Source: an optimization exercise on an open RTL-to-GDS flow (aim: small area, a short achievable clock period and few clock cycles per item). Production flows keep margins and buffers that such runs may drop.
At most, simulation tests tie the RTL to the original design; equivalence was not proved.
For runs 2, 3 and 5, only the layout was checked, not whether the RTL still works.
Power is estimated from default activity; no workload was simulated.

==> flow/design.v <==
module rs144_dec (
  input  wire        clk,
  input  wire        rst,
  input  wire        in_valid,
  output wire        in_ready,
  input  wire [7:0]  in_data,
  output wire        out_valid,
  input  wire        out_ready,
  output wire        out_fail,
  output wire [2:0]  out_nerr,
  output wire [31:0] out_pos,
  output wire [31:0] out_val
);
  function automatic [7:0] gf_mul(input [7:0] a, input [7:0] b);
    integer i;
    reg [7:0] p, aa;
    begin
      p  = 8'h00;
      aa = a;
      for (i = 0; i < 8; i = i + 1) begin
        if (b[i]) p = p ^ aa;
        aa = {aa[6:0], 1'b0} ^ (aa[7] ? 8'h1D : 8'h00);
      end
      gf_mul = p;
    end
  endfunction
  function automatic [7:0] to_tower(input [7:0] a);
    begin
      to_tower = ({8{a[0]}} & 8'h01) ^ ({8{a[1]}} & 8'h2b) ^ ({8{a[2]}} & 8'h40) ^
                 ({8{a[3]}} & 8'h21) ^ ({8{a[4]}} & 8'h32) ^ ({8{a[5]}} & 8'hc1) ^
                 ({8{a[6]}} & 8'h48) ^ ({8{a[7]}} & 8'h16);
    end
  endfunction
  function automatic [7:0] from_tower(input [7:0] a);
    begin
      from_tower = ({8{a[0]}} & 8'h01) ^ ({8{a[1]}} & 8'h4e) ^ ({8{a[2]}} & 8'h99) ^
                   ({8{a[3]}} & 8'h44) ^ ({8{a[4]}} & 8'h57) ^ ({8{a[5]}} & 8'h09) ^
                   ({8{a[6]}} & 8'h04) ^ ({8{a[7]}} & 8'h25);
    end
  endfunction
  function automatic [3:0] g16_mul(input [3:0] a, input [3:0] b);
    integer i;
    reg [3:0] p, aa;
    begin
      p  = 4'h0;
      aa = a;
      for (i = 0; i < 4; i = i + 1) begin
        if (b[i]) p = p ^ aa;
        aa = {aa[2:0], 1'b0} ^ (aa[3] ? 4'h3 : 4'h0);
      end
      g16_mul = p;
    end
  endfunction
  function automatic [3:0] g16_inv(input [3:0] a);
    begin
      case (a)
        4'h0: g16_inv = 4'h0;  4'h1: g16_inv = 4'h1;  4'h2: g16_inv = 4'h9;  4'h3: g16_inv = 4'he;
        4'h4: g16_inv = 4'hd;  4'h5: g16_inv = 4'hb;  4'h6: g16_inv = 4'h7;  4'h7: g16_inv = 4'h6;
        4'h8: g16_inv = 4'hf;  4'h9: g16_inv = 4'h2;  4'ha: g16_inv = 4'hc;  4'hb: g16_inv = 4'h5;
        4'hc: g16_inv = 4'ha;  4'hd: g16_inv = 4'h4;  4'he: g16_inv = 4'h3;  4'hf: g16_inv = 4'h8;
      endcase
    end
  endfunction
  function automatic [7:0] tw_mul(input [7:0] a, input [7:0] b);
    reg [3:0] hh, ll, mm;
    begin
      hh = g16_mul(a[7:4], b[7:4]);
      ll = g16_mul(a[3:0], b[3:0]);
      mm = g16_mul(a[7:4] ^ a[3:0], b[7:4] ^ b[3:0]);
      tw_mul = {mm ^ ll, ll ^ g16_mul(hh, 4'hf)};
    end
  endfunction
  function automatic [3:0] tw_norm(input [7:0] b);
    begin
      tw_norm = g16_mul(g16_mul(b[7:4], b[7:4]), 4'hf) ^ g16_mul(b[7:4], b[3:0]) ^
                g16_mul(b[3:0], b[3:0]);
    end
  endfunction
  function automatic [7:0] tw_conj(input [7:0] b);
    begin
      tw_conj = {b[7:4], b[3:0] ^ b[7:4]};
    end
  endfunction
  function automatic [7:0] alpha_pow(input integer j);
    integer i;
    reg [7:0] p;
    begin
      p = 8'h01;
      for (i = 0; i < j; i = i + 1)
        p = {p[6:0], 1'b0} ^ (p[7] ? 8'h1D : 8'h00);
      alpha_pow = p;
    end
  endfunction
  integer i;
  reg        in_rdy;         
  reg  [7:0] acnt;           
  reg        v_r, v_first, v_last;
  reg  [7:0] d_r;
  reg  [7:0] syn [0:7];
  reg  [2:0] bph, bph_nx;    
  localparam [2:0] B_IDLE = 3'd0, B_INIT = 3'd1, B_BM = 3'd2, B_OM = 3'd3,
                   B_DONE = 3'd4, B_HAND = 3'd5;
  wire       acc     = in_valid & in_rdy;
  wire [7:0] acnt_nx = acc ? ((acnt == 8'd143) ? 8'd0 : acnt + 8'd1) : acnt;
  reg  [7:0] syn_nx [0:7];
  always @* begin
    for (i = 0; i < 8; i = i + 1)
      syn_nx[i] = (v_first ? 8'h00 : gf_mul(syn[i], alpha_pow(i))) ^ d_r;
  end
  wire       b_load = v_r & v_last;
  assign in_ready = in_rdy;
  always @(posedge clk) begin
    if (rst) begin
      acnt   <= 8'd0;
      in_rdy <= 1'b1;
      v_r    <= 1'b0;
    end else begin
      acnt   <= acnt_nx;
      in_rdy <= ~((acnt_nx == 8'd143) && (bph_nx != B_IDLE));
      v_r    <= acc;
    end
    d_r     <= in_data;
    v_first <= (acnt == 8'd0);
    v_last  <= (acnt == 8'd143);
    if (v_r)
      for (i = 0; i < 8; i = i + 1)
        syn[i] <= syn_nx[i];
  end
  reg  [7:0] S   [0:7];
  reg  [7:0] lam [0:4];      
  reg  [7:0] E   [0:3];      
  reg  [7:0] gam, d, tmp;
  reg  [3:0] L;
  reg  [2:0] k, k_nx;        
  reg  [3:0] sc, sc_nx;      
  reg        f_dph, f_dmask, f_ub, f_lrot, f_erot;
  wire       f_init   = (bph == B_INIT);
  wire       f_om     = (bph == B_OM);
  wire       f_d0     = (sc == 4'd0);
  wire       f_b0     = (sc == 4'd13);           
  wire       f_l0     = (bph == B_BM) & (sc == 4'd14);
  wire [7:0] s0   = S[2];    
  wire       s0nz = |s0;
  wire [7:0] ma   = f_ub ? E[0] : lam[0];
  wire [7:0] mb   = f_dph ? S[0] : (f_ub ? d : gam);
  wire [7:0] prod = gf_mul(ma, mb);
  wire       cond    = (|d) && ({L, 1'b0} <= {2'b00, k});
  wire [7:0] lam_new = tmp ^ prod;
  wire [7:0] e_push  = f_b0 ? (cond ? lam[1] : 8'h00) : (cond ? lam[0] : E[0]);
  wire       c_commit;       
  wire       c_load_b;       
  always @* begin
    bph_nx = bph;
    k_nx   = k;
    sc_nx  = sc;
    case (bph)
      B_IDLE: if (b_load) bph_nx = B_INIT;
      B_INIT: begin
        bph_nx = B_BM;
        k_nx   = 3'd1;
        sc_nx  = 4'd0;
      end
      B_BM: begin
        if (sc == 4'd14) begin
          sc_nx = 4'd0;
          k_nx  = k + 3'd1;              
          if (k == 3'd7) bph_nx = B_OM;
        end else
          sc_nx = sc + 4'd1;
      end
      B_OM: begin
        if (sc == 4'd6) begin
          sc_nx = 4'd0;
          k_nx  = k + 3'd1;
        end else
          sc_nx = sc + 4'd1;
        if (k == 3'd3 && sc == 4'd5) bph_nx = B_DONE;
      end
      B_DONE: if (c_load_b) bph_nx = B_HAND;
      B_HAND: if (c_commit) bph_nx = B_IDLE;
      default: bph_nx = B_IDLE;
    endcase
  end
  wire bm_nx = (bph_nx == B_BM);
  wire om_nx = (bph_nx == B_OM);
  wire up_nx = bm_nx & (sc_nx >= 4'd6) & (sc_nx <= 4'd13);
  always @(posedge clk) begin
    if (rst)
      bph <= B_IDLE;
    else
      bph <= bph_nx;
    k  <= k_nx;
    sc <= sc_nx;
    f_dph    <= (bm_nx | om_nx) & (sc_nx < 4'd5);
    f_dmask  <= bm_nx | ({1'b0, sc_nx[2:0]} <= {1'b0, k_nx});
    f_ub     <= up_nx & sc_nx[0];
    f_lrot   <= ((bm_nx | om_nx) & (sc_nx < 4'd5)) | (bm_nx & (sc_nx == 4'd5)) | (up_nx & sc_nx[0]);
    f_erot   <= (bm_nx & (sc_nx < 4'd3)) | (up_nx & sc_nx[0]) | (om_nx & (sc_nx == 4'd5));
  end
  always @(posedge clk) begin
    if (b_load) begin
      for (i = 0; i < 8; i = i + 1)
        S[i] <= syn_nx[(10 - i) % 8];
    end else begin
      for (i = 0; i < 7; i = i + 1)
        S[i] <= S[i+1];
      S[7] <= S[0];
    end
    if (f_init) begin
      lam[0] <= 8'h01;
      lam[1] <= s0;
      lam[2] <= 8'h00;
      lam[3] <= 8'h00;
      lam[4] <= 8'h00;
      E[0]   <= s0nz ? 8'h00 : 8'h01;
      E[1]   <= 8'h00;
      E[2]   <= 8'h00;
      E[3]   <= s0nz ? 8'h01 : 8'h00;
      gam    <= s0nz ? s0 : 8'h01;
      L      <= s0nz ? 4'd1 : 4'd0;
    end else begin
      if (f_lrot) begin
        for (i = 0; i < 4; i = i + 1)
          lam[i] <= lam[i+1];
        lam[4] <= f_ub ? lam_new : lam[0];
      end else if (f_l0)
        lam[0] <= prod;
      if (f_erot) begin
        for (i = 0; i < 3; i = i + 1)
          E[i] <= E[i+1];
        E[3] <= f_ub ? e_push : (f_om ? d : E[0]);
      end
      if (f_l0 && cond) begin
        gam <= d;
        L   <= {1'b0, k} + 4'd1 - L;
      end
    end
    if (f_dph) begin
      if (f_d0)
        d <= f_dmask ? prod : 8'h00;
      else if (f_dmask)
        d <= d ^ prod;
    end
    tmp <= prod;               
  end
  reg  [7:0] tl [0:4];
  reg  [7:0] tw [0:3];
  reg        c_run, c_free;
  reg  [7:0] cpos;
  reg        v1, r1, first1, last1;
  reg  [7:0] lo1, ot1;       
  reg        v2, r2, first2, last2;
  reg  [7:0] n2;             
  reg  [3:0] di2;            
  reg        ov_valid, o_fail;
  reg  [2:0] o_nerr, nf;
  reg  [2:0] wL;
  reg        wbig;
  reg  [7:0] pos [0:3];
  reg  [7:0] val [0:3];
  wire       c_abort  = v2 & first2 & ov_valid & ~out_ready;
  assign     c_commit = v2 & first2 & ~c_abort;
  assign     c_load_b = (bph == B_DONE) & c_free;
  wire       c_load   = c_load_b | c_abort;
  wire       c_done;         
  wire       c_run_nx = c_load | (c_run & (cpos != 8'd0) & ~c_done);
  wire [7:0] cpos_nx  = c_load ? 8'd143 : cpos - 8'd1;
  wire [7:0] lam_val = tl[0] ^ tl[1] ^ tl[2] ^ tl[3] ^ tl[4];
  wire [7:0] lam_odd = tl[1] ^ tl[3];
  wire [7:0] om_val  = tw[0] ^ tw[1] ^ tw[2] ^ tw[3];
  always @(posedge clk) begin
    if (c_load) begin
      for (i = 0; i < 5; i = i + 1)
        tl[i] <= lam[i];
      for (i = 0; i < 4; i = i + 1)
        tw[i] <= E[i];
    end else begin
      for (i = 1; i < 5; i = i + 1)
        tl[i] <= gf_mul(tl[i], alpha_pow(255 - i));
      for (i = 1; i < 4; i = i + 1)
        tw[i] <= gf_mul(tw[i], alpha_pow(255 - i));
    end
    cpos <= cpos_nx;
    r1     <= ~|lam_val;
    lo1    <= to_tower(lam_odd);
    ot1    <= to_tower(om_val);
    first1 <= (cpos == 8'd143);
    last1  <= (cpos == 8'd0);
    r2     <= r1;
    n2     <= tw_mul(ot1, tw_conj(lo1));
    di2    <= g16_inv(tw_norm(lo1));
    first2 <= first1;
    last2  <= last1;
  end
  wire [7:0] err_t   = {g16_mul(n2[7:4], di2), g16_mul(n2[3:0], di2)};
  wire [7:0] err_val = from_tower(err_t);
  wire [7:0] pos_w   = (cpos[7:1] == 7'd71) ? {7'd0, cpos[0]} : cpos + 8'd2;
  wire [2:0] wl_cur  = first2 ? L[2:0] : wL;
  wire       big_cur = first2 ? (L > 4'd4) : wbig;
  wire [2:0] nf_cur  = first2 ? 3'd0 : nf;
  wire [1:0] slot    = wl_cur[1:0] - 2'd1 - nf_cur[1:0];
  wire [2:0] nf_fin  = nf_cur + {2'b00, r2};
  wire       wr      = v2 & ~c_abort;
  wire       fin_fail = big_cur | (nf_fin != wl_cur);
  wire       fin     = wr & (last2 | ((big_cur | (nf_fin == wl_cur)) & ~last1));
  assign     c_done  = fin & ~last2;
  reg  [3:0] upd;
  reg  [7:0] pos_t [0:3];
  reg  [7:0] val_t [0:3];
  always @* begin
    for (i = 0; i < 4; i = i + 1) begin
      if (fin & (fin_fail | (i[2:0] >= wl_cur))) begin
        upd[i]   = 1'b1;
        pos_t[i] = 8'h00;
        val_t[i] = 8'h00;
      end else begin
        upd[i]   = wr & r2 & (slot == i[1:0]);
        pos_t[i] = pos_w;
        val_t[i] = err_val;
      end
    end
  end
  always @(posedge clk) begin
    if (rst) begin
      c_run    <= 1'b0;
      c_free   <= 1'b1;
      v1       <= 1'b0;
      v2       <= 1'b0;
      ov_valid <= 1'b0;
    end else begin
      c_run  <= c_run_nx;
      c_free <= ~c_run_nx | (cpos_nx == 8'd0);
      v1     <= c_run & ~c_abort & ~c_done;
      v2     <= v1 & ~c_abort & ~c_done;
      if (ov_valid & out_ready)
        ov_valid <= 1'b0;
      if (fin)
        ov_valid <= 1'b1;
    end
    if (wr) begin
      if (first2) begin
        wL   <= L[2:0];
        wbig <= (L > 4'd4);
      end
      nf   <= nf_fin;
    end
    if (rst) begin
      o_fail <= 1'b0;
      o_nerr <= 3'd0;
      for (i = 0; i < 4; i = i + 1) begin
        pos[i] <= 8'h00;
        val[i] <= 8'h00;
      end
    end else begin
      if (fin) begin
        o_fail <= fin_fail;
        o_nerr <= fin_fail ? 3'd0 : nf_fin;
      end
      for (i = 0; i < 4; i = i + 1) begin
        pos[i] <= pos[i] ^ ({8{upd[i]}} & (pos_t[i] ^ pos[i]));
        val[i] <= val[i] ^ ({8{upd[i]}} & (val_t[i] ^ val[i]));
      end
    end
  end
  assign out_valid = ov_valid;
  assign out_fail  = o_fail;
  assign out_nerr  = o_nerr;
  assign out_pos   = {pos[3], pos[2], pos[1], pos[0]};
  assign out_val   = {val[3], val[2], val[1], val[0]};
endmodule
==> flow/flow/run.sh <==
#!/bin/bash
# Standard layout, with timing repair aimed below the design's period.
set -euo pipefail
bash standard.sh SETUP_SLACK_MARGIN=6.9 finish > flow_make.log 2>&1
==> flow/standard.sh <==
#!/bin/bash
# synth_recipe.tcl (not shown) runs the flow's synth.tcl, then flattens the netlist and writes it again
# the make line also repeats each setting of config.mk as NAME=value (left out here)
make -C /OpenROAD-flow-scripts/flow DESIGN_CONFIG=/design/flow/config.mk WORK_HOME=/design/flow/orfs CLKGATE_MAP_FILE= SYNTH_SCRIPT=/design/flow/synth_recipe.tcl "${@:-finish}"
==> flow/config.mk <==
export PLATFORM = sky130hd
export DESIGN_NAME = rs144_dec
export DESIGN_NICKNAME = rs144_dec
export VERILOG_FILES = /design/flow/design.v
export SDC_FILE = /design/flow/constraint.sdc
export NUM_CORES = 4
export LEC_CHECK = 0
export CAP_MARGIN = 20
export CORE_MARGIN = 2
export CORE_UTILIZATION = 65
export CTS_CLUSTER_DIAMETER = 100
export CTS_CLUSTER_SIZE = 20
export PLACE_DENSITY = 0.75
export SLEW_MARGIN = 20
==> flow/constraint.sdc <==
create_clock -name core_clock -period 10.0 [get_ports {clk}]
set_input_delay 2.0000 -clock core_clock [delete_from_list [all_inputs] [get_ports {clk}]]
set_output_delay 2.0000 -clock core_clock [all_outputs]
set_load 0.01 [all_outputs]
==> impl_metrics.xml, run 1 <==
<?xml version="1.0" encoding="UTF-8"?>
<metrics>
  <group name="placement">
    <metric name="gpl.final_weighted_congestion" unit="">0.9279</metric>
    <metric name="place.port_buffers" unit="">81</metric>
    <metric name="place_hpwl" unit="µm">36040</metric>
    <metric name="dpl.cell_count" unit="">2920</metric>
  </group>
  <group name="setup_path">
    <metric name="cp_cell_sequence" unit="">buf_2</metric>
    <metric name="critical_path_peak_fanout" unit="">2</metric>
    <metric name="setup.worst_path.start_class" unit="">flop</metric>
    <metric name="crit_buf_inv" unit="">1</metric>
    <metric name="critPathArrivalTime" unit="ps">1060</metric>
    <metric name="timing.critical_path.max_delay_family" unit="">flip-flops</metric>
    <metric name="cp_slowest_cell" unit="">sky130_fd_sc_hd__dfxtp_4</metric>
    <metric name="timing_worst_setup_path_type" unit="">reg -&gt; out</metric>
    <metric name="worst_path_largest_cell_delay" unit="ps">380</metric>
    <metric name="worstPathRequired" unit="ps">8000</metric>
    <metric name="timing.critical_path.to_type" unit="">output port</metric>
  </group>
  <group name="clocking">
    <metric name="h_tree_depth_reported_by_cts" unit="">1</metric>
    <metric name="ctsHoldBuffers" unit="">0</metric>
    <metric name="tritoncts" unit="">built</metric>
    <metric name="cts_inserted_buffers" unit="">27</metric>
    <metric name="tritoncts_num_sinks" unit="">457</metric>
    <metric name="cts_root_buffer" unit="">sky130_fd_sc_hd__clkbuf_16</metric>
    <metric name="cts-root-to-sink-buffers" unit="">3</metric>
    <metric name="insertion_delay" unit="ps">580</metric>
    <metric name="worst_setup_hold_path_clk_slew" unit="ps">90</metric>
  </group>
  <group name="die">
    <metric name="floorplan.initialDensity" unit="%">66.05</metric>
    <metric name="chipHeight" unit="µm">191.6</metric>
    <metric name="io_pins" unit="">82</metric>
    <metric name="die_area" unit="µm²">36700</metric>
    <metric name="core" unit="µm²">34630</metric>
    <metric name="die_w" unit="µm">191.6</metric>
    <metric name="std_cell_rows" unit="">68</metric>
  </group>
  <group name="logic_synthesis">
    <metric name="synthesis.nets" unit="">2569</metric>
    <metric name="synth_compound_area_share" unit="%">7.413</metric>
    <metric name="post_synth_fa_ha_maj_area_fraction" unit="%">2.221</metric>
    <metric name="syn_inst_count" unit="">2517</metric>
    <metric name="synth.yosys.warnings" unit="">12</metric>
    <metric name="postSynthRegisterBits" unit="">457</metric>
    <metric name="seq_area_frac_synth" unit="%">45.74</metric>
    <metric name="post_synth.cell_area_avg" unit="µm²">9.086</metric>
    <metric name="combinational_family_with_the_most_area_after_synthesis" unit="">XOR/XNOR gates</metric>
    <metric name="simple_gate_share_of_the_synthesized_area" unit="%">18.07</metric>
    <metric name="synthDistinctLibCells" unit="">69</metric>
    <metric name="synth.mux.area_fraction" unit="%">3.589</metric>
    <metric name="yosys_most_used_dff" unit="">sky130_fd_sc_hd__dfxtp_1</metric>
    <metric name="ys_async_sr_fraction" unit="%">0</metric>
    <metric name="synth-xor-area-share" unit="%">19.67</metric>
    <metric name="synth-edff-count" unit="">131</metric>
    <metric name="synth.cell_area" unit="µm²">22870</metric>
  </group>
  <group name="routing">
    <metric name="route.vias.total" unit="">17093</metric>
    <metric name="drtPass1Iterations" unit="">6</metric>
    <metric name="drc_markers" unit="">0</metric>
    <metric name="routedWlPerCell" unit="µm">17.65</metric>
    <metric name="drtIter0Drc" unit="">1258</metric>
    <metric name="detail_route.wirelength" unit="µm">53190</metric>
    <metric name="detail_route.vias_per_cell" unit="">5.671</metric>
    <metric name="antenna_left" unit="">0</metric>
  </group>
  <group name="cells_and_area">
    <metric name="syn2layout_area_growth" unit="%">10.32</metric>
    <metric name="post_route_cells_drive_above_1_share" unit="%">12.43</metric>
    <metric name="final_nets" unit="">2593</metric>
    <metric name="regArea" unit="µm²">10580</metric>
    <metric name="instances_no_fill" unit="">3014</metric>
    <metric name="multi_input_gate_area" unit="µm²">12070</metric>
    <metric name="final.fill_count" unit="">2608</metric>
    <metric name="diodes" unit="">0</metric>
  </group>
  <group name="timing">
    <metric name="finalCritPeriodShare" unit="%">30.56</metric>
    <metric name="setup_tns" unit="ps">0</metric>
    <metric name="timing.final.max_slew_violations" unit="">0</metric>
    <metric name="fin_worst_hold_slack" unit="ps">339.6</metric>
    <metric name="worst-slew-pin-transition" unit="ps">891.4</metric>
    <metric name="report.final.hold_viol_count" unit="">0</metric>
    <metric name="worst_clock_skew" unit="ps">36.76</metric>
    <metric name="grt_setup_unrepaired" unit="">true</metric>
    <metric name="max_freq" unit="GHz">0.3273</metric>
    <metric name="fin_crit" unit="ps">3056</metric>
    <metric name="worst_slew_margin_rel" unit="%">40.18</metric>
    <metric name="setup_violations" unit="">0</metric>
  </group>
  <group name="pwr">
    <metric name="powerDensity" unit="nW/µm²">343.0</metric>
    <metric name="finalPower" unit="µW">8655</metric>
    <metric name="cellLeakagePower" unit="µW">0.01010</metric>
    <metric name="ir_worst_vdd" unit="µV">847.8</metric>
  </group>
  <group name="job">
    <metric name="cap_viol_max_count" unit="">0</metric>
  </group>
  <group name="grt">
    <metric name="first_global_vias" unit="">16234</metric>
    <metric name="grt_max_degree" unit="">67</metric>
    <metric name="gr-usage-all-layers" unit="%">28.60</metric>
    <metric name="grt_remaining_overflow" unit="">0</metric>
    <metric name="wire_length_of_the_first_global_routing_pass" unit="µm">84260</metric>
    <metric name="grt_antenna_before_repair" unit="">0</metric>
  </group>
  <group name="hold_path">
    <metric name="holdCritPathClass" unit="">reg -&gt; reg</metric>
  </group>
  <group name="outcome">
    <metric name="status" unit="">complete, no violations</metric>
  </group>
</metrics>
[report_power, final]
group | switching, µW | internal [µW]
combinational | 2570 | 2170
sequential | 481 | 2320
clock | 602 | 513
[metal layers]
layer / vias up / share of wire (%) / wire, µm / global-route usage [%]
met5: - / 0 / 0 / 0
met4: 0 / 2.1 / 1139 / 7.130
met3: 93 / 6.6 / 3535 / 3.453
met2: 551 / 48 / 25780 / 48.82
met1: 8183 / 43 / 22730 / 38.76
li1: 8266 / - / - / -
[Yosys cell counts, types with 5 or more instances]
library cell / n / area, µm²
sky130_fd_sc_hd__nand2_1: 555 / 2083
sky130_fd_sc_hd__dfxtp_1: 326 / 6526
sky130_fd_sc_hd__xnor2_1: 300 / 2628
sky130_fd_sc_hd__nor2_1: 248 / 930.9
sky130_fd_sc_hd__xor2_1: 178 / 1559
sky130_fd_sc_hd__edfxtp_1: 131 / 3934
sky130_fd_sc_hd__clkbuf_1: 118 / 442.9
sky130_fd_sc_hd__o21ai_0: 72 / 360.4
sky130_fd_sc_hd__a21oi_1: 61 / 305.3
sky130_fd_sc_hd__mux2i_1: 57 / 570.6
sky130_fd_sc_hd__nand2b_1: 50 / 312.8
sky130_fd_sc_hd__inv_1: 47 / 176.4
sky130_fd_sc_hd__a22oi_1: 40 / 300.3
sky130_fd_sc_hd__ha_1: 39 / 488.0
sky130_fd_sc_hd__nand3_1: 35 / 175.2
sky130_fd_sc_hd__nor3_1: 28 / 140.1
sky130_fd_sc_hd__a211oi_1: 21 / 157.7
sky130_fd_sc_hd__and2_1: 17 / 106.4
sky130_fd_sc_hd__a31oi_1: 13 / 81.33
sky130_fd_sc_hd__nor2b_1: 13 / 81.33
sky130_fd_sc_hd__buf_1: 11 / 41.29
sky130_fd_sc_hd__xnor3_1: 11 / 247.7
sky130_fd_sc_hd__o21ai_1: 10 / 50.05
sky130_fd_sc_hd__mux2_2: 9 / 101.4
sky130_fd_sc_hd__o22ai_1: 9 / 56.30
sky130_fd_sc_hd__a311oi_1: 8 / 70.07
sky130_fd_sc_hd__buf_2: 8 / 40.04
sky130_fd_sc_hd__o31ai_1: 8 / 60.06
sky130_fd_sc_hd__nand4_1: 7 / 43.79
sky130_fd_sc_hd__nor4_1: 7 / 43.79
sky130_fd_sc_hd__or3_1: 6 / 37.54
sky130_fd_sc_hd__and3_1: 5 / 31.28
sky130_fd_sc_hd__buf_4: 5 / 37.54
sky130_fd_sc_hd__o21a_1: 5 / 37.54
[layout by cell type (no fill, tap or decap), types with 45 or more instances in the layout]
cell and n:
sky130_fd_sc_hd__dfxtp_1 247, sky130_fd_sc_hd__edfxtp_1 131, sky130_fd_sc_hd__dfxtp_2 71, sky130_fd_sc_hd__xnor2_1 292
sky130_fd_sc_hd__nor2_1 240, sky130_fd_sc_hd__xor2_1 177, sky130_fd_sc_hd__inv_1 45, sky130_fd_sc_hd__buf_4 47
sky130_fd_sc_hd__o21ai_0 70, sky130_fd_sc_hd__buf_2 70, sky130_fd_sc_hd__nand2b_1 49, sky130_fd_sc_hd__a21oi_1 59
sky130_fd_sc_hd__nand2_1 551, sky130_fd_sc_hd__mux2i_1 56
[cell families (layout without fill, tap and decap cells)]
group                      count (synthesis)  after routing
muxes                                     76             76
DFF                                      457            457
AOI/OAI and AO/OA                        272            272
xor gates and xnor gates                 492            492
buffers and inverters                    191            233
adders and majority gates                 40             40
and+or+nand+nor                          989            989
[stage by stage]
| stage | cell area (µm²) | setup slack (ps) | utilization, % |
|---|---|---|---|
| 2_1_floorplan | 23140 | 6715 | - |
| 3_3_place_gp | 23940 | 5657 | 69.14 |
| 3_5_place_dp | 23940 | 5588 | 69.14 |
| 4_1_cts | 25010 | 6884 | 72.21 |
| 5_1_grt | 25230 | 6868 | 72.86 |
| 6_report | 25230 | 6944 | 72.86 |
[path summary, 6_finish.rpt]
path,start,end,slack [ps],cells past startpoint
setup / recovery,in_rdy,in_ready,6940,1
hold / removal,first1,first2,340,0
setup reg to reg,lam[0][6],d[0],6990,8
hold reg to reg,first1,first2,340,0
[timing repair]
item	CTS	global route
cloned	2	0
pin swaps	10	4
buffers inserted	31	14
setup endpoints to repair	243	88
gates resized for setup	386	32
[layout make-up]
class | count | area share (%)
multi-input cells | 1869 | 47.83
inverters | 48 | 0.7439
well taps | 455 | 2.256
clock buffers | 44 | 2.931
flip-flops and latches | 457 | 41.93
repair buffers | 138 | 4.146
clock inverters | 3 | 0.1637
Testbench counts, summed over its fixed seeds: cycles 116,685, items 800.
==> inputs of run 2 (changes only) <==
--- a/flow/design.v
+++ b/flow/design.v
@@ -103,4 +103,5 @@
   wire       acc     = in_valid & in_rdy;
   wire [7:0] acnt_nx = acc ? ((acnt == 8'd143) ? 8'd0 : acnt + 8'd1) : acnt;
+  wire       alast_nx = acc ? (acnt == 8'd142) : (acnt == 8'd143);
   reg  [7:0] syn_nx [0:7];
   always @* begin
@@ -117,5 +118,5 @@
     end else begin
       acnt   <= acnt_nx;
-      in_rdy <= ~((acnt_nx == 8'd143) && (bph_nx != B_IDLE));
+      in_rdy <= ~(alast_nx & (bph_nx != B_IDLE));
       v_r    <= acc;
     end
--- a/flow/config.mk
+++ b/flow/config.mk
@@ -8,7 +8,7 @@
 export CAP_MARGIN = 20
 export CORE_MARGIN = 2
-export CORE_UTILIZATION = 65
+export CORE_UTILIZATION = 50
 export CTS_CLUSTER_DIAMETER = 100
 export CTS_CLUSTER_SIZE = 20
-export PLACE_DENSITY = 0.75
+export PLACE_DENSITY = 0.6
 export SLEW_MARGIN = 20
==> run 2 against run 1 <==
Clock skew grew 0.83 ps. Combinational power is 1% lower. Cell count rose by 5.2%. Worst hold slack worse by 6.4 ps. Setup slack got worse by 15 ps. Synthesized cell count rose by 0.32%. Largest power group unchanged. Highest routed layer unchanged.
==> impl_metrics.xml, run 2 <==
<?xml version="1.0" encoding="UTF-8"?>
<metrics>
  <group name="outcome">
    <metric name="status" unit="">complete, no violations</metric>
  </group>
  <group name="logic_synthesis">
    <metric name="synth.cell_area" unit="µm²">23320</metric>
    <metric name="postSynthRegisterBits" unit="">457</metric>
    <metric name="post_synth.cell_area_avg" unit="µm²">9.237</metric>
    <metric name="ys_async_sr_fraction" unit="%">0</metric>
    <metric name="yosysTopAreaCellShare" unit="%">27.98</metric>
    <metric name="syn_inst_count" unit="">2525</metric>
    <metric name="synthesis.nets" unit="">2578</metric>
    <metric name="post_synth_main_area_contributors" unit="">sky130_fd_sc_hd__dfxtp_1 (28%), sky130_fd_sc_hd__edfxtp_1 (17%), sky130_fd_sc_hd__xnor2_1 (10%)</metric>
    <metric name="synthDistinctLibCells" unit="">74</metric>
    <metric name="seq_area_frac_synth" unit="%">44.85</metric>
    <metric name="yosys_most_used_dff" unit="">sky130_fd_sc_hd__dfxtp_1</metric>
    <metric name="synth.yosys.warnings" unit="">12</metric>
    <metric name="yosysMostFrequentCell" unit="">sky130_fd_sc_hd__nand2_1</metric>
    <metric name="netlist.top_cell.by_area" unit="">sky130_fd_sc_hd__dfxtp_1</metric>
    <metric name="synth-edff-count" unit="">131</metric>
    <metric name="synth_commonest_cells" unit="">sky130_fd_sc_hd__nand2_1 (539), sky130_fd_sc_hd__dfxtp_1 (326), sky130_fd_sc_hd__xnor2_1 (272), sky130_fd_sc_hd__nor2_1 (226), sky130_fd_sc_hd__xor2_1 (165)</metric>
  </group>
  <group name="setup_path">
    <metric name="timing.critical_path.to_type" unit="">output port</metric>
    <metric name="setup.worst_path.start_class" unit="">flop</metric>
    <metric name="crit_buf_inv" unit="">1</metric>
    <metric name="critPathArrivalTime" unit="ps">1070</metric>
    <metric name="worst_path_largest_cell_delay" unit="ps">360</metric>
    <metric name="worst_r2r_path_depth" unit="">8</metric>
    <metric name="worstPathRequired" unit="ps">8000</metric>
    <metric name="cp_slowest_cell" unit="">sky130_fd_sc_hd__dfxtp_4</metric>
    <metric name="critical_path_peak_fanout" unit="">2</metric>
    <metric name="timing.critical_path.max_delay_family" unit="">flip-flops</metric>
    <metric name="worst-path-stages" unit="">1</metric>
    <metric name="timing_worst_setup_path_type" unit="">reg -&gt; out</metric>
    <metric name="cp_cell_sequence" unit="">buf_6</metric>
  </group>
  <group name="timing">
    <metric name="worst_slew_margin_rel" unit="%">28.21</metric>
    <metric name="worst-slew-pin-transition" unit="ps">1074</metric>
    <metric name="fin_crit" unit="ps">3071</metric>
    <metric name="grt_setup_unrepaired" unit="">true</metric>
    <metric name="finalCritPeriodShare" unit="%">30.71</metric>
    <metric name="setup_tns" unit="ps">0</metric>
    <metric name="timing.final.max_slew_violations" unit="">0</metric>
    <metric name="report.final.hold_viol_count" unit="">0</metric>
    <metric name="worst_clock_skew" unit="ps">37.59</metric>
    <metric name="max_freq" unit="GHz">0.3257</metric>
    <metric name="setup_violations" unit="">0</metric>
  </group>
  <group name="clocking">
    <metric name="cts-root-to-sink-buffers" unit="">3</metric>
    <metric name="tritoncts" unit="">built</metric>
    <metric name="ctsHoldBuffers" unit="">0</metric>
    <metric name="h_tree_depth_reported_by_cts" unit="">1</metric>
    <metric name="cts_root_buffer" unit="">sky130_fd_sc_hd__clkbuf_16</metric>
    <metric name="cts_inserted_buffers" unit="">26</metric>
    <metric name="worst_setup_hold_path_clk_slew" unit="ps">90</metric>
    <metric name="tritoncts_num_sinks" unit="">457</metric>
    <metric name="insertion_delay" unit="ps">600</metric>
  </group>
  <group name="grt">
    <metric name="grt_antenna_before_repair" unit="">0</metric>
    <metric name="grt_max_degree" unit="">68</metric>
    <metric name="wire_length_of_the_first_global_routing_pass" unit="µm">90000</metric>
    <metric name="gr-usage-all-layers" unit="%">23.34</metric>
    <metric name="first_global_vias" unit="">16306</metric>
    <metric name="grt_remaining_overflow" unit="">0</metric>
  </group>
  <group name="cells_and_area">
    <metric name="final.fill_count" unit="">4238</metric>
    <metric name="post_route_cells_drive_above_1_share" unit="%">13.65</metric>
    <metric name="syn2layout_area_growth" unit="%">11.48</metric>
    <metric name="mostFrequentLayoutCell" unit="">sky130_fd_sc_hd__nand2_1</metric>
    <metric name="final_cell_mix" unit="">sky130_fd_sc_hd__nand2_1 (535), sky130_fd_sc_hd__xnor2_1 (266), sky130_fd_sc_hd__dfxtp_1 (248), sky130_fd_sc_hd__nor2_1 (223), sky130_fd_sc_hd__xor2_1 (162)</metric>
    <metric name="diodes" unit="">0</metric>
    <metric name="final_nets" unit="">2602</metric>
  </group>
  <group name="die">
    <metric name="std_cell_rows" unit="">79</metric>
    <metric name="io_pins" unit="">82</metric>
    <metric name="chipHeight" unit="µm">220.0</metric>
    <metric name="core" unit="µm²">46260</metric>
    <metric name="die_w" unit="µm">220.0</metric>
    <metric name="die_area" unit="µm²">48390</metric>
    <metric name="floorplan.initialDensity" unit="%">50.42</metric>
  </group>
  <group name="routing">
    <metric name="drtPass1Iterations" unit="">8</metric>
    <metric name="drtIter0Drc" unit="">1250</metric>
    <metric name="routedWlPerCell" unit="µm">18.04</metric>
    <metric name="antenna_left" unit="">0</metric>
    <metric name="detail_route.vias_per_cell" unit="">5.345</metric>
    <metric name="drc_markers" unit="">0</metric>
    <metric name="detail_route.wirelength" unit="µm">57220</metric>
    <metric name="route.vias.total" unit="">16954</metric>
  </group>
  <group name="placement">
    <metric name="place.port_buffers" unit="">81</metric>
    <metric name="place_hpwl" unit="µm">39090</metric>
    <metric name="gpl.final_weighted_congestion" unit="">0.8824</metric>
  </group>
  <group name="pwr">
    <metric name="finalPower" unit="µW">8545</metric>
    <metric name="ir_worst_vdd" unit="µV">554.2</metric>
    <metric name="powerDensity" unit="nW/µm²">328.6</metric>
    <metric name="cellLeakagePower" unit="µW">0.01031</metric>
  </group>
  <group name="hold_path">
    <metric name="holdCritPathClass" unit="">reg -&gt; reg</metric>
    <metric name="holdPathStages" unit="">0</metric>
  </group>
  <group name="job">
    <metric name="cap_viol_max_count" unit="">0</metric>
  </group>
</metrics>
run 2: what timing repair did:
| action | 4_1_cts | 5_1_grt |
|---|---|---|
| gates cloned | 7 | 1 |
| gates resized for setup | 404 | 33 |
| hold endpoints to repair | 0 | 0 |
| setup endpoints to repair | 247 | 92 |
| pin swaps | 11 | 2 |
| setup buffers | 29 | 5 |
run 2: kinds of logic after synthesis:
family | share of synthesized area [%]
muxes | 4.715
adders and majority gates | 2.232
buffers and inverters | 3.310
AOI/OAI and AO/OA | 9.114
and+or+nand+nor | 17.08
xor gates and xnor gates | 18.70
DFF | 44.85
run 2: per-layer routing:
metal / vias to the layer above / global-route usage (%) / share of wire [%]
met3: 64 / 2.264 / 4.0
met4: 0 / 5.503 / 1.9
met1: 8169 / 32.42 / 46
met2: 321 / 39.25 / 48
li1: 8400 / - / -
met5: - / 0 / 0
run 2: area by class of cell:
| cell class | instances | area [µm²] | area share (%) |
|---|---|---|---|
| well taps | 607 | 759.5 | 2.921 |
| multi-input cells | 1881 | 12520 | 48.16 |
| inverters | 51 | 207.7 | 0.7988 |
| flip-flops and latches | 457 | 10570 | 40.64 |
| clock buffers | 43 | 724.4 | 2.786 |
| repair buffers | 132 | 1202 | 4.624 |
| clock inverters | 1 | 16.27 | 0.06256 |
run 2: worst paths after layout:
kind	endpoint	start	slack, ps
setup / recovery	in_ready	in_rdy	6930
hold / removal	r2	r1	330
setup reg to reg	d[5]	lam[0][7]	6950
hold reg to reg	r2	r1	330
run 2: stage by stage:
stage	hold slack (ps)	setup slack (ps)	std cells	instance area [µm²]	utilization [%]
after floorplan	309.6	6850	2525	23610	-
after global placement	318.8	5418	3085	24580	53.14
after detailed placement	313.2	5377	3086	24590	53.15
after CTS	337.5	6891	3166	25760	55.69
after global routing	346.8	6812	3172	26000	56.21
final	333.2	6929	3172	26000	56.21
run 2: report_power, final:
part,internal [µW],switching (µW),leakage (µW)
Sequential,2290,457,0.00393
Clock,497,611,0.000353
Combinational,2170,2520,0.00603
Total,4960,3590,0.0103
==> inputs of run 3 (changes only) <==
--- a/flow/config.mk
+++ b/flow/config.mk
@@ -8,7 +8,7 @@
 export CAP_MARGIN = 20
 export CORE_MARGIN = 2
-export CORE_UTILIZATION = 50
+export CORE_UTILIZATION = 60
 export CTS_CLUSTER_DIAMETER = 100
 export CTS_CLUSTER_SIZE = 20
-export PLACE_DENSITY = 0.6
+export PLACE_DENSITY = 0.7
 export SLEW_MARGIN = 20
==> run 3 against run 2 <==
Total power grew 2.5%. Fmax is essentially flat. Clock power is essentially flat. Critical path depth is the same. Combinational power grew 4.5%. Die area shrank 16%. Clock skew shrank 12 ps. First-iteration DRC count grew 5.8%. Via count grew 1.6%. Worst hold slack gained 5.2 ps. Synthesized cell count is the same.
==> impl_metrics.xml, run 3 <==
<?xml version="1.0" encoding="UTF-8"?>
<metrics>
  <group name="clocking">
    <metric name="tritoncts" unit="">built</metric>
    <metric name="cts_root_buffer" unit="">sky130_fd_sc_hd__clkbuf_16</metric>
    <metric name="tritoncts_num_sinks" unit="">457</metric>
    <metric name="insertion_delay" unit="ps">590</metric>
    <metric name="h_tree_depth_reported_by_cts" unit="">1</metric>
    <metric name="cts-root-to-sink-buffers" unit="">3</metric>
    <metric name="cts_inserted_buffers" unit="">27</metric>
    <metric name="worst_setup_hold_path_clk_slew" unit="ps">90</metric>
  </group>
  <group name="placement">
    <metric name="place_hpwl" unit="µm">37550</metric>
    <metric name="setup_slack_after_placement" unit="ps">5601</metric>
    <metric name="gpl.final_weighted_congestion" unit="">0.9118</metric>
    <metric name="place.port_buffers" unit="">81</metric>
  </group>
  <group name="setup_path">
    <metric name="worstPathRequired" unit="ps">8000</metric>
    <metric name="setup.worst_path.start_class" unit="">flop</metric>
    <metric name="critical_path_peak_fanout" unit="">2</metric>
    <metric name="rr_startpoint" unit="">f_ub</metric>
    <metric name="timing.critical_path.to_type" unit="">output port</metric>
    <metric name="cp_cell_sequence" unit="">buf_6</metric>
    <metric name="cp_slowest_cell" unit="">sky130_fd_sc_hd__dfxtp_4</metric>
    <metric name="timing.critical_path.max_delay_family" unit="">flip-flops</metric>
    <metric name="timing_worst_setup_path_type" unit="">reg -&gt; out</metric>
    <metric name="critPathArrivalTime" unit="ps">1070</metric>
    <metric name="worst_path_largest_cell_delay" unit="ps">370</metric>
    <metric name="crit_buf_inv" unit="">1</metric>
  </group>
  <group name="timing">
    <metric name="worst_clock_skew" unit="ps">25.57</metric>
    <metric name="worst_slew_margin_rel" unit="%">24.05</metric>
    <metric name="worst-slew-pin-transition" unit="ps">1130</metric>
    <metric name="fin_worst_hold_slack" unit="ps">338.3</metric>
    <metric name="max_freq" unit="GHz">0.3259</metric>
    <metric name="fin_crit" unit="ps">3069</metric>
    <metric name="report.final.hold_viol_count" unit="">0</metric>
    <metric name="fin_ws" unit="ps">6931</metric>
    <metric name="timing.final.max_slew_violations" unit="">0</metric>
    <metric name="finalCritPeriodShare" unit="%">30.69</metric>
    <metric name="setup_violations" unit="">0</metric>
    <metric name="grt_setup_unrepaired" unit="">true</metric>
    <metric name="setup_tns" unit="ps">0</metric>
  </group>
  <group name="grt">
    <metric name="gr-usage-all-layers" unit="%">27.07</metric>
    <metric name="grt_remaining_overflow" unit="">0</metric>
    <metric name="grt_antenna_before_repair" unit="">0</metric>
    <metric name="first_global_vias" unit="">16574</metric>
    <metric name="grt_max_degree" unit="">68</metric>
    <metric name="wire_length_of_the_first_global_routing_pass" unit="µm">89470</metric>
  </group>
  <group name="job">
    <metric name="cap_viol_max_count" unit="">0</metric>
  </group>
  <group name="logic_synthesis">
    <metric name="synth-edff-count" unit="">131</metric>
    <metric name="post_synth.cell_area_avg" unit="µm²">9.237</metric>
    <metric name="yosys_most_used_dff" unit="">sky130_fd_sc_hd__dfxtp_1</metric>
    <metric name="yosysMostFrequentCell" unit="">sky130_fd_sc_hd__nand2_1</metric>
    <metric name="postSynthRegisterBits" unit="">457</metric>
    <metric name="seq_area_frac_synth" unit="%">44.85</metric>
    <metric name="synth.cell_area" unit="µm²">23320</metric>
    <metric name="synthesis.nets" unit="">2578</metric>
    <metric name="synth.yosys.warnings" unit="">12</metric>
    <metric name="netlist.top_cell.by_area" unit="">sky130_fd_sc_hd__dfxtp_1</metric>
    <metric name="syn_inst_count" unit="">2525</metric>
    <metric name="post_synth_main_area_contributors" unit="">sky130_fd_sc_hd__dfxtp_1 (28%), sky130_fd_sc_hd__edfxtp_1 (17%), sky130_fd_sc_hd__xnor2_1 (10%)</metric>
    <metric name="synth_commonest_cells" unit="">sky130_fd_sc_hd__nand2_1 (539), sky130_fd_sc_hd__dfxtp_1 (326), sky130_fd_sc_hd__xnor2_1 (272), sky130_fd_sc_hd__nor2_1 (226), sky130_fd_sc_hd__xor2_1 (165)</metric>
    <metric name="ys_async_sr_fraction" unit="%">0</metric>
    <metric name="synthDistinctLibCells" unit="">74</metric>
    <metric name="yosysTopAreaCellShare" unit="%">27.98</metric>
  </group>
  <group name="die">
    <metric name="die_w" unit="µm">201.2</metric>
    <metric name="floorplan.initialDensity" unit="%">60.63</metric>
    <metric name="std_cell_rows" unit="">72</metric>
    <metric name="io_pins" unit="">82</metric>
    <metric name="chipHeight" unit="µm">201.2</metric>
    <metric name="core" unit="µm²">38470</metric>
    <metric name="die_area" unit="µm²">40470</metric>
  </group>
  <group name="pwr">
    <metric name="ir_worst_vdd" unit="µV">519.8</metric>
    <metric name="cellLeakagePower" unit="µW">0.01032</metric>
    <metric name="powerDensity" unit="nW/µm²">338.2</metric>
  </group>
  <group name="hold_path">
    <metric name="holdCritPathClass" unit="">reg -&gt; reg</metric>
    <metric name="hp-start" unit="">first1</metric>
  </group>
  <group name="routing">
    <metric name="drc_markers" unit="">0</metric>
    <metric name="drtIter0Drc" unit="">1323</metric>
    <metric name="antenna_left" unit="">0</metric>
    <metric name="drtPass1Iterations" unit="">5</metric>
    <metric name="route.vias.total" unit="">17228</metric>
    <metric name="routedWlPerCell" unit="µm">18.09</metric>
    <metric name="detail_route.wirelength" unit="µm">55840</metric>
    <metric name="detail_route.vias_per_cell" unit="">5.581</metric>
  </group>
  <group name="outcome">
    <metric name="status" unit="">complete, no violations</metric>
  </group>
  <group name="cells_and_area">
    <metric name="syn2layout_area_growth" unit="%">11.09</metric>
    <metric name="final.fill_count" unit="">3147</metric>
    <metric name="final_cell_mix" unit="">sky130_fd_sc_hd__nand2_1 (535), sky130_fd_sc_hd__xnor2_1 (263), sky130_fd_sc_hd__dfxtp_1 (249), sky130_fd_sc_hd__nor2_1 (222), sky130_fd_sc_hd__xor2_1 (163)</metric>
    <metric name="diodes" unit="">0</metric>
    <metric name="mostFrequentLayoutCell" unit="">sky130_fd_sc_hd__nand2_1</metric>
    <metric name="final_nets" unit="">2606</metric>
    <metric name="post_route_cells_drive_above_1_share" unit="%">13.90</metric>
  </group>
</metrics>
## run 3: timing repair
| action | 4_1_cts | 5_1_grt |
|---|---|---|
| hold buffers | 0 | 0 |
| gates resized for setup | 381 | 49 |
| buffers inserted | 22 | 16 |
| gates cloned | 7 | 2 |
| endpoints found under the setup margin | 245 | 93 |
| pin swaps | 7 | 4 |
## run 3: kinds of logic (layout without fill, tap and decap cells)
kind of cell | count (synthesis) | in the layout | synth area share, %
AO/OA/AOI/OAI | 330 | 330 | 9.114
XOR/XNOR | 462 | 462 | 18.70
adder cells (fa/ha/maj) | 41 | 41 | 2.232
buffers and inverters | 190 | 229 | 3.310
flip-flops | 457 | 457 | 44.85
multiplexers | 101 | 101 | 4.715
AND/OR/NAND/NOR | 944 | 949 | 17.08
## run 3: metal layers
metal	routed length (µm)	track usage (%)	up-vias
li1	-	-	8426
met4	1271	6.852	0
met5	0	0	-
met3	3069	3.304	102
met1	24580	36.93	8186
met2	26920	45.88	514
## run 3: layout make-up
class / instances / area (µm²) / share of cell area (%)
Tap cell: 518 / 648.1 / 2.501
Timing Repair Buffer: 133 / 1152 / 4.448
Inverter: 51 / 191.4 / 0.7388
Clock buffer: 41 / 728.2 / 2.811
Multi-Input combinational cell: 1883 / 12580 / 48.56
Sequential cell: 457 / 10570 / 40.80
Clock inverter: 4 / 37.54 / 0.1449
## run 3: worst paths after layout
path | endpoint | slack, ps | cells after the start
worst min register to register | first2 | 340 | 0
worst min-delay path | first2 | 340 | 0
worst max register to register | d[4] | 6990 | 9
worst max-delay path | out_val[10] | 6930 | 1
## run 3: per-stage QoR
| stage | std cells | instance area (µm²) | util (%) | power [µW] |
|---|---|---|---|---|
| after floorplan | 2525 | 23610 | - | 6367 |
| after global placement | 2995 | 24460 | 63.59 | 7197 |
| after detailed placement | 2995 | 24470 | 63.60 | 7321 |
| after CTS | 3069 | 25500 | 66.28 | 8539 |
| after global routing | 3087 | 25910 | 67.36 | 9390 |
| final | 3087 | 25910 | 67.36 | 8763 |
## run 3: worst reg2reg max path: stages (launching register included)
cell and delay (ps):
sky130_fd_sc_hd__dfxtp_4 430, sky130_fd_sc_hd__buf_16 190, sky130_fd_sc_hd__mux2_2 410, sky130_fd_sc_hd__o21a_1 270, sky130_fd_sc_hd__a211o_1 300, sky130_fd_sc_hd__a211o_1 280
sky130_fd_sc_hd__a211oi_2 310, sky130_fd_sc_hd__a211o_1 290, sky130_fd_sc_hd__and2_1 190, sky130_fd_sc_hd__o21ai_1 70
## run 3: power breakdown
part / total [µW] / internal [µW] / switching [µW] / leakage (µW)
clock network: 1130 / 510 / 620 / 0.000370
registers: 2750 / 2290 / 452 / 0.00393
logic: 4890 / 2240 / 2650 / 0.00603
total: 8760 / 5040 / 3720 / 0.0103
==> inputs of run 4 (changes only) <==
--- a/flow/design.v
+++ b/flow/design.v
@@ -103,5 +103,4 @@
   wire       acc     = in_valid & in_rdy;
   wire [7:0] acnt_nx = acc ? ((acnt == 8'd143) ? 8'd0 : acnt + 8'd1) : acnt;
-  wire       alast_nx = acc ? (acnt == 8'd142) : (acnt == 8'd143);
   reg  [7:0] syn_nx [0:7];
   always @* begin
@@ -118,5 +117,5 @@
     end else begin
       acnt   <= acnt_nx;
-      in_rdy <= ~(alast_nx & (bph_nx != B_IDLE));
+      in_rdy <= ~((acnt_nx == 8'd143) && (bph_nx != B_IDLE));
       v_r    <= acc;
     end
--- a/flow/config.mk
+++ b/flow/config.mk
@@ -8,7 +8,7 @@
 export CAP_MARGIN = 20
 export CORE_MARGIN = 2
-export CORE_UTILIZATION = 60
-export CTS_CLUSTER_DIAMETER = 100
-export CTS_CLUSTER_SIZE = 20
-export PLACE_DENSITY = 0.7
+export CORE_UTILIZATION = 55
+export CTS_CLUSTER_DIAMETER = 80
+export CTS_CLUSTER_SIZE = 16
+export PLACE_DENSITY = 0.65
 export SLEW_MARGIN = 20
==> run 4 against run 3 <==
Setup slack improved by 22 ps. Sequential cell count unchanged. Combinational power is 3% lower. Sequential power rose by 2%. Via count decreased by 2.5%. Non-clock buffer count up 4. Sequential share of layout area rose by 0.51 points. Die area increased by 6.8%. Clock-buffer cell count grew 14. Clock skew shrank 3.2 ps. Fmax up 0.71%. First-iteration DRC count down 0.45%. Critical endpoint is now out_pos[4]. Largest cell class unchanged.
==> impl_metrics.xml, run 4 <==
<?xml version="1.0" encoding="UTF-8"?>
<metrics>
  <group name="outcome">
    <metric name="status" unit="">complete, no violations</metric>
  </group>
  <group name="timing">
    <metric name="max_freq" unit="GHz">0.3282</metric>
    <metric name="report.final.hold_viol_count" unit="">0</metric>
    <metric name="worst_slew_margin_rel" unit="%">33.91</metric>
    <metric name="fin_crit" unit="ps">3047</metric>
    <metric name="grt_setup_unrepaired" unit="">false</metric>
    <metric name="setup_violations" unit="">0</metric>
    <metric name="worst_clock_skew" unit="ps">22.41</metric>
    <metric name="finalCritPeriodShare" unit="%">30.47</metric>
    <metric name="timing.final.max_slew_violations" unit="">0</metric>
    <metric name="worst-slew-pin-transition" unit="ps">989.9</metric>
    <metric name="fin_worst_hold_slack" unit="ps">328.0</metric>
    <metric name="setup_tns" unit="ps">0</metric>
  </group>
  <group name="pwr">
    <metric name="ir_worst_vdd" unit="µV">359.9</metric>
    <metric name="p_int" unit="µW">5189</metric>
    <metric name="powerDensity" unit="nW/µm²">348.3</metric>
    <metric name="p_switching" unit="µW">3721</metric>
    <metric name="seq_power_share" unit="%">31.5</metric>
    <metric name="combPwrFrac" unit="%">53.3</metric>
    <metric name="clock_group_share_of_total_power" unit="%">15.2</metric>
    <metric name="cellLeakagePower" unit="µW">0.01021</metric>
    <metric name="p_sw_share" unit="%">41.76</metric>
  </group>
  <group name="clocking">
    <metric name="cts-root-to-sink-buffers" unit="">3</metric>
    <metric name="h_tree_depth_reported_by_cts" unit="">2</metric>
    <metric name="worst_setup_hold_path_clk_slew" unit="ps">70</metric>
    <metric name="cts_root_buffer" unit="">sky130_fd_sc_hd__clkbuf_16</metric>
    <metric name="tritoncts" unit="">built</metric>
    <metric name="insertion_delay" unit="ps">560</metric>
    <metric name="tritoncts_num_sinks" unit="">457</metric>
    <metric name="cts_inserted_buffers" unit="">36</metric>
  </group>
  <group name="grt">
    <metric name="grt_remaining_overflow" unit="">0</metric>
    <metric name="gr-usage-all-layers" unit="%">25.16</metric>
    <metric name="wire_length_of_the_first_global_routing_pass" unit="µm">88490</metric>
    <metric name="grt_max_degree" unit="">67</metric>
    <metric name="first_global_vias" unit="">16322</metric>
    <metric name="grt_antenna_before_repair" unit="">0</metric>
  </group>
  <group name="placement">
    <metric name="gpl.final_weighted_congestion" unit="">0.8814</metric>
    <metric name="place_hpwl" unit="µm">37520</metric>
    <metric name="place.port_buffers" unit="">81</metric>
    <metric name="post_dp_cell_area" unit="µm²">24050</metric>
  </group>
  <group name="die">
    <metric name="io_pins" unit="">82</metric>
    <metric name="core" unit="µm²">40920</metric>
    <metric name="die_w" unit="µm">207.9</metric>
    <metric name="std_cell_rows" unit="">74</metric>
    <metric name="chipHeight" unit="µm">207.9</metric>
    <metric name="die_area" unit="µm²">43230</metric>
    <metric name="floorplan.initialDensity" unit="%">55.89</metric>
  </group>
  <group name="cells_and_area">
    <metric name="diodes" unit="">0</metric>
    <metric name="post_route_cells_drive_above_1_share" unit="%">12.48</metric>
    <metric name="final_cell_area" unit="µm²">25580</metric>
    <metric name="final_nets" unit="">2601</metric>
    <metric name="syn2layout_area_growth" unit="%">11.84</metric>
    <metric name="final.fill_count" unit="">3521</metric>
    <metric name="final_cell_mix" unit="">sky130_fd_sc_hd__nand2_1 (551), sky130_fd_sc_hd__xnor2_1 (291), sky130_fd_sc_hd__dfxtp_1 (257), sky130_fd_sc_hd__nor2_1 (239), sky130_fd_sc_hd__xor2_1 (176)</metric>
    <metric name="mostFrequentLayoutCell" unit="">sky130_fd_sc_hd__nand2_1</metric>
  </group>
  <group name="routing">
    <metric name="drc_markers" unit="">0</metric>
    <metric name="detail_route.wirelength" unit="µm">55120</metric>
    <metric name="antenna_left" unit="">0</metric>
    <metric name="route.vias.total" unit="">16795</metric>
    <metric name="routedWlPerCell" unit="µm">17.76</metric>
    <metric name="detail_route.vias_per_cell" unit="">5.411</metric>
    <metric name="drtPass1Iterations" unit="">5</metric>
    <metric name="drtIter0Drc" unit="">1317</metric>
  </group>
  <group name="hold_path">
    <metric name="holdCritPathClass" unit="">reg -&gt; reg</metric>
  </group>
  <group name="logic_synthesis">
    <metric name="seq_area_frac_synth" unit="%">45.74</metric>
    <metric name="postSynthRegisterBits" unit="">457</metric>
    <metric name="synth-edff-count" unit="">131</metric>
    <metric name="syn_inst_count" unit="">2517</metric>
    <metric name="synthesis.nets" unit="">2569</metric>
    <metric name="synth_commonest_cells" unit="">sky130_fd_sc_hd__nand2_1 (555), sky130_fd_sc_hd__dfxtp_1 (326), sky130_fd_sc_hd__xnor2_1 (300), sky130_fd_sc_hd__nor2_1 (248), sky130_fd_sc_hd__xor2_1 (178)</metric>
    <metric name="ys_async_sr_fraction" unit="%">0</metric>
    <metric name="post_synth.cell_area_avg" unit="µm²">9.086</metric>
    <metric name="synth.cell_area" unit="µm²">22870</metric>
    <metric name="yosysTopAreaCellShare" unit="%">28.54</metric>
    <metric name="synth.yosys.warnings" unit="">12</metric>
    <metric name="yosysMostFrequentCell" unit="">sky130_fd_sc_hd__nand2_1</metric>
    <metric name="netlist.top_cell.by_area" unit="">sky130_fd_sc_hd__dfxtp_1</metric>
    <metric name="post_synth_main_area_contributors" unit="">sky130_fd_sc_hd__dfxtp_1 (29%), sky130_fd_sc_hd__edfxtp_1 (17%), sky130_fd_sc_hd__xnor2_1 (11%)</metric>
    <metric name="synthDistinctLibCells" unit="">69</metric>
    <metric name="yosys_most_used_dff" unit="">sky130_fd_sc_hd__dfxtp_1</metric>
  </group>
  <group name="setup_path">
    <metric name="timing.critical_path.to_type" unit="">output port</metric>
    <metric name="timing.critical_path.max_delay_family" unit="">flip-flops</metric>
    <metric name="crit_buf_inv" unit="">1</metric>
    <metric name="cp_cell_sequence" unit="">buf_2</metric>
    <metric name="setup.worst_path.start_class" unit="">flop</metric>
    <metric name="worst_path_largest_cell_delay" unit="ps">350</metric>
    <metric name="critical_path_peak_fanout" unit="">2</metric>
    <metric name="critPathArrivalTime" unit="ps">1050</metric>
    <metric name="timing_worst_setup_path_type" unit="">reg -&gt; out</metric>
    <metric name="worstPathRequired" unit="ps">8000</metric>
    <metric name="cp_slowest_cell" unit="">sky130_fd_sc_hd__dfxtp_1</metric>
  </group>
  <group name="job">
    <metric name="cap_viol_max_count" unit="">0</metric>
  </group>
</metrics>
## run 4: final timing paths
| check | startpoint | endpoint | slack, ps | cells past startpoint |
|---|---|---|---|---|
| worst max-delay path | flop | out_pos[4] | 6950 | 1 |
| worst min-delay path | first1 | first2 | 330 | 0 |
| worst max register to register | d[0] | E[3][1] | 7020 | 6 |
| worst min register to register | first1 | first2 | 330 | 0 |
## run 4: logic make-up (layout without fill, tap and decap cells)
logic type	count (synthesis)	count (layout)	share of synthesized area, %
adder cells (fa/ha/maj)	40	40	2.221
multiplexers	76	76	3.589
flip-flops	457	457	45.74
XOR/XNOR	492	492	19.67
AND/OR/NAND/NOR	989	989	18.07
buffers and inverters	191	246	3.304
AO/OA/AOI/OAI	272	272	7.413
## run 4: timing repair
| action | 4_1_cts | 5_1_grt |
|---|---|---|
| hold buffers | 0 | 0 |
| pin swaps | 9 | 8 |
| resized for setup | 379 | 30 |
| gates cloned | 1 | 0 |
| endpoints found under the setup margin | 248 | 88 |
| buffers inserted | 30 | 14 |
## run 4: layout make-up
| cell class | instances | area (µm²) | area share (%) |
|---|---|---|---|
| Multi-Input combinational cell | 1869 | 12080 | 47.22 |
| Inverter | 48 | 190.2 | 0.7435 |
| Clock inverter | 6 | 60.06 | 0.2348 |
| Clock buffer | 55 | 993.5 | 3.884 |
| Tap cell | 532 | 665.6 | 2.602 |
| Timing Repair Buffer | 137 | 1026 | 4.011 |
| Sequential cell | 457 | 10570 | 41.31 |
## run 4: power by group through the flow
stage / logic [µW] / clock network (µW) / registers (µW)
floorplan: 3810 / 0 / 2540
global placement: 4370 / 0 / 2830
detailed placement: 4490 / 0 / 2840
CTS: 4640 / 1390 / 2800
global route: 5300 / 1460 / 2850
finish: 4750 / 1360 / 2800
## run 4: through the flow
| stage | util, % | total power, µW | setup slack [ps] | std cells |
|---|---|---|---|---|
| after floorplan | - | 6352 | 6715 | 2517 |
| after global placement | 58.77 | 7197 | 5637 | 2998 |
| after detailed placement | 58.77 | 7326 | 5558 | 2998 |
| after CTS | 61.96 | 8828 | 6893 | 3090 |
| after global routing | 62.50 | 9608 | 6850 | 3104 |
| final | 62.50 | 8909 | 6953 | 3104 |
## run 4: routing by layer
metal	GRT usage (%)	vias to the layer above	wire length, µm	part of all wire [%]
met4	6.016	0	983	1.8
li1	-	8286	-	-
met3	3.125	66	2894	5.3
met2	42.10	444	26450	48
met5	0	-	0	0
met1	34.84	7999	24790	45
Testbench counts of run 4, summed over its fixed seeds: cycles 116,685, items 800.
==> inputs of run 5 (changes only) <==
--- a/flow/design.v
+++ b/flow/design.v
@@ -103,4 +103,5 @@
   wire       acc     = in_valid & in_rdy;
   wire [7:0] acnt_nx = acc ? ((acnt == 8'd143) ? 8'd0 : acnt + 8'd1) : acnt;
+  wire       alast_nx = acc ? (acnt == 8'd142) : (acnt == 8'd143);
   reg  [7:0] syn_nx [0:7];
   always @* begin
@@ -117,5 +118,5 @@
     end else begin
       acnt   <= acnt_nx;
-      in_rdy <= ~((acnt_nx == 8'd143) && (bph_nx != B_IDLE));
+      in_rdy <= ~(alast_nx & (bph_nx != B_IDLE));
       v_r    <= acc;
     end
@@ -254,5 +255,5 @@
   reg  [3:0] di2;            
   reg        ov_valid, o_fail;
-  reg  [2:0] o_nerr, nf;
+  reg  [2:0] o_nerr, rem;     
   reg  [2:0] wL;
   reg        wbig;
@@ -298,10 +299,10 @@
   wire [2:0] wl_cur  = first2 ? L[2:0] : wL;
   wire       big_cur = first2 ? (L > 4'd4) : wbig;
-  wire [2:0] nf_cur  = first2 ? 3'd0 : nf;
-  wire [1:0] slot    = wl_cur[1:0] - 2'd1 - nf_cur[1:0];
-  wire [2:0] nf_fin  = nf_cur + {2'b00, r2};
+  wire [2:0] rem_cur = first2 ? L[2:0] : rem;
+  wire [1:0] slot    = rem_cur[1:0] - 2'd1;
+  wire [2:0] rem_fin = rem_cur - {2'b00, r2};
   wire       wr      = v2 & ~c_abort;
-  wire       fin_fail = big_cur | (nf_fin != wl_cur);
-  wire       fin     = wr & (last2 | ((big_cur | (nf_fin == wl_cur)) & ~last1));
+  wire       fin_fail = big_cur | (rem_fin != 3'd0);
+  wire       fin     = wr & (last2 | ((big_cur | (rem_fin == 3'd0)) & ~last1));
   assign     c_done  = fin & ~last2;
   reg  [3:0] upd;
@@ -343,5 +344,5 @@
         wbig <= (L > 4'd4);
       end
-      nf   <= nf_fin;
+      rem  <= rem_fin;
     end
     if (rst) begin
@@ -355,5 +356,5 @@
       if (fin) begin
         o_fail <= fin_fail;
-        o_nerr <= fin_fail ? 3'd0 : nf_fin;
+        o_nerr <= fin_fail ? 3'd0 : wl_cur;
       end
       for (i = 0; i < 4; i = i + 1) begin
--- a/flow/config.mk
+++ b/flow/config.mk
@@ -8,7 +8,7 @@
 export CAP_MARGIN = 20
 export CORE_MARGIN = 2
-export CORE_UTILIZATION = 55
-export CTS_CLUSTER_DIAMETER = 80
-export CTS_CLUSTER_SIZE = 16
-export PLACE_DENSITY = 0.65
+export CORE_UTILIZATION = 60
+export CTS_CLUSTER_DIAMETER = 100
+export CTS_CLUSTER_SIZE = 20
+export PLACE_DENSITY = 0.7
 export SLEW_MARGIN = 20
==> run 5 against run 4 <==
Still clean on timing, DRC and antenna. Fmax shrank 0.25%. Area after synthesis grew 0.61%. Register-to-register slack lost 50 ps. Clock power shrank 19%. Non-clock buffer count grew 3. Total power shrank 2.3%. Clock-buffer cell count shrank 10. Wire length shrank 4.2%. Sequential power shrank 2%. Design area shrank 1.1%. Clock skew grew 9.0 ps. First-iteration DRC count shrank 15%. Largest power group unchanged. Highest routed layer unchanged.
==> impl_metrics.xml, run 5 <==
<?xml version="1.0" encoding="UTF-8"?>
<metrics>
  <group name="clocking">
    <metric name="tritoncts_num_sinks" unit="">457</metric>
    <metric name="tritoncts" unit="">built</metric>
    <metric name="insertion_delay" unit="ps">570</metric>
    <metric name="h_tree_depth_reported_by_cts" unit="">1</metric>
  </group>
  <group name="logic_synthesis">
    <metric name="post_synth.cell_area_avg" unit="µm²">9.804</metric>
    <metric name="seq_area_frac_synth" unit="%">45.46</metric>
    <metric name="synth_compound_area_share" unit="%">7.346</metric>
    <metric name="yosysTopAreaCellShare" unit="%">28.36</metric>
    <metric name="simple_gate_share_of_the_synthesized_area" unit="%">14.29</metric>
    <metric name="netlist.top_cell.by_area" unit="">sky130_fd_sc_hd__dfxtp_1</metric>
    <metric name="yosys_most_used_dff" unit="">sky130_fd_sc_hd__dfxtp_1</metric>
    <metric name="postSynthRegisterBits" unit="">457</metric>
    <metric name="yosysMostFrequentCell" unit="">sky130_fd_sc_hd__dfxtp_1</metric>
    <metric name="synthDistinctLibCells" unit="">69</metric>
  </group>
  <group name="cells_and_area">
    <metric name="post_route_cells_drive_above_1_share" unit="%">17.27</metric>
    <metric name="diodes" unit="">0</metric>
    <metric name="final_cell_mix" unit="">sky130_fd_sc_hd__nand2_1 (311), sky130_fd_sc_hd__xnor2_1 (278), sky130_fd_sc_hd__nor2_1 (267), sky130_fd_sc_hd__dfxtp_1 (252), sky130_fd_sc_hd__xor2_1 (171)</metric>
  </group>
  <group name="routing">
    <metric name="route.vias.total" unit="">16055</metric>
    <metric name="drtIter0Drc" unit="">1116</metric>
  </group>
  <group name="hold_path">
    <metric name="holdCritPathClass" unit="">reg -&gt; reg</metric>
    <metric name="hold-path-endpoint" unit="">first2</metric>
    <metric name="hp-start" unit="">first1</metric>
  </group>
  <group name="timing">
    <metric name="setup_violations" unit="">0</metric>
    <metric name="grt_setup_unrepaired" unit="">true</metric>
    <metric name="finalCritPeriodShare" unit="%">30.55</metric>
    <metric name="timing.final.max_slew_violations" unit="">0</metric>
    <metric name="max_freq" unit="GHz">0.3274</metric>
  </group>
  <group name="grt">
    <metric name="wire_length_of_the_first_global_routing_pass" unit="µm">83720</metric>
    <metric name="grt_remaining_overflow" unit="">0</metric>
    <metric name="first_global_vias" unit="">15649</metric>
  </group>
  <group name="pwr">
    <metric name="p_sw_share" unit="%">41.56</metric>
    <metric name="finalPower" unit="µW">8707</metric>
    <metric name="p_int" unit="µW">5088</metric>
    <metric name="ir_worst_vdd" unit="µV">356.3</metric>
    <metric name="seq_power_share" unit="%">31.5</metric>
    <metric name="combPwrFrac" unit="%">55.9</metric>
  </group>
  <group name="die">
    <metric name="die_area" unit="µm²">39930</metric>
    <metric name="core" unit="µm²">37760</metric>
    <metric name="die_w" unit="µm">199.8</metric>
    <metric name="chipHeight" unit="µm">199.8</metric>
    <metric name="floorplan.initialDensity" unit="%">60.94</metric>
  </group>
  <group name="placement">
    <metric name="place.port_buffers" unit="">81</metric>
    <metric name="gpl.final_weighted_congestion" unit="">0.8674</metric>
  </group>
  <group name="setup_path">
    <metric name="setup.worst_path.start_class" unit="">flop</metric>
    <metric name="cp_cell_sequence" unit="">buf_2</metric>
    <metric name="r2r_setup_slack" unit="ps">6970</metric>
    <metric name="worstPathRequired" unit="ps">8000</metric>
    <metric name="rr_startpoint" unit="">E[0][3]</metric>
  </group>
  <group name="outcome">
    <metric name="status" unit="">complete, no violations</metric>
  </group>
</metrics>
==> run 5: cell families after synthesis <==
group	Yosys count
compound gates	270
xor+xnor	482
flops	457
simple gates	760
buf+inv	187
mux	151
fa+ha+maj	40
==> run 5: area by class of cell <==
cell class	count	area [µm²]	area share, %
multi-input cells	1704	12070	47.74
flip-flops and latches	457	10570	41.77
repair buffers	140	1091	4.314
clock buffers	45	743.2	2.939
well taps	511	639.4	2.528
inverters	45	173.9	0.6876
clock inverters	1	5.005	0.01979
==> run 5: per-stage QoR <==
stage	worst slack (ps)	instance area (µm²)	hold slack, ps	cells
after CTS	6907	25180	330.0	2900
final	6945	25290	328.9	2903
after detailed placement	5412	24100	313.8	2811
after global routing	6867	25290	337.2	2903
after global placement	5475	24100	318.6	2811
after floorplan	6610	23250	309.6	2347
==> run 5: power groups by stage <==
stage                     Clock (µW)  Combinational [µW]  Sequential, µW
after floorplan                    0                4110            2520
after global placement             0                4620            2770
after detailed placement           0                4760            2780
after CTS                       1110                4850            2740
after global routing            1190                5360            2790
final                           1100                4860            2750
==> run 5: how the worst max path moves through the flow <==
stage	to	slack [ps]	depth (start not counted)
2_1_floorplan	flop	6610	9
3_3_place_gp	tl[0][7]	5470	7
3_5_place_dp	c_free	5410	9
4_1_cts	flop	6910	14
5_1_grt	d[3]	6870	9
6_report	in_ready	6950	1
==> run 5: what timing repair did <==
item | in CTS | in global routing
hold buffers | 0 | 0
buffers inserted | 39 | 1
pin swaps | 6 | 3
resized for setup | 385 | 24
gates cloned | 4 | 2
setup endpoints to repair | 250 | 94
==> run 5: per-layer routing <==
| metal | track usage [%] | wire length (µm) |
|---|---|---|
| met1 | 36.40 | 23880 |
| met2 | 44.70 | 24880 |
| met3 | 2.839 | 2932 |
| met4 | 5.953 | 1114 |
| met5 | 0 | 0 |

port drivers added, routing unchanged:
The flow's constraints put no driver on any port. The routed layouts listed below were extracted and timed again, unchanged, in two steps. Step 1, drivers: a clkbuf_16 drives clk and a buf_2 each remaining input, both assumed. Step 2 also shifts input and output timing later by t, the mid clock arrival at the registers, as if the neighbouring blocks saw the same clock. Three values: ideal, step 1, step 2; two values: the first two.
| run | t, ns | setup slack, ns |
|---|---|---|
| run 1 | 0.615 | 6.944 / 6.889 / 6.480 |
| run 2 | 0.638 | 6.929 / 6.869 / 6.469 |
| run 3 | 0.632 | 6.931 / 6.877 / 6.420 |
| run 4 | 0.604 | 6.953 / 6.894 / 6.407 |
| run 5 | 0.611 | 6.945 / 6.892 / 6.429 |
After both steps every run listed still meets setup and hold.
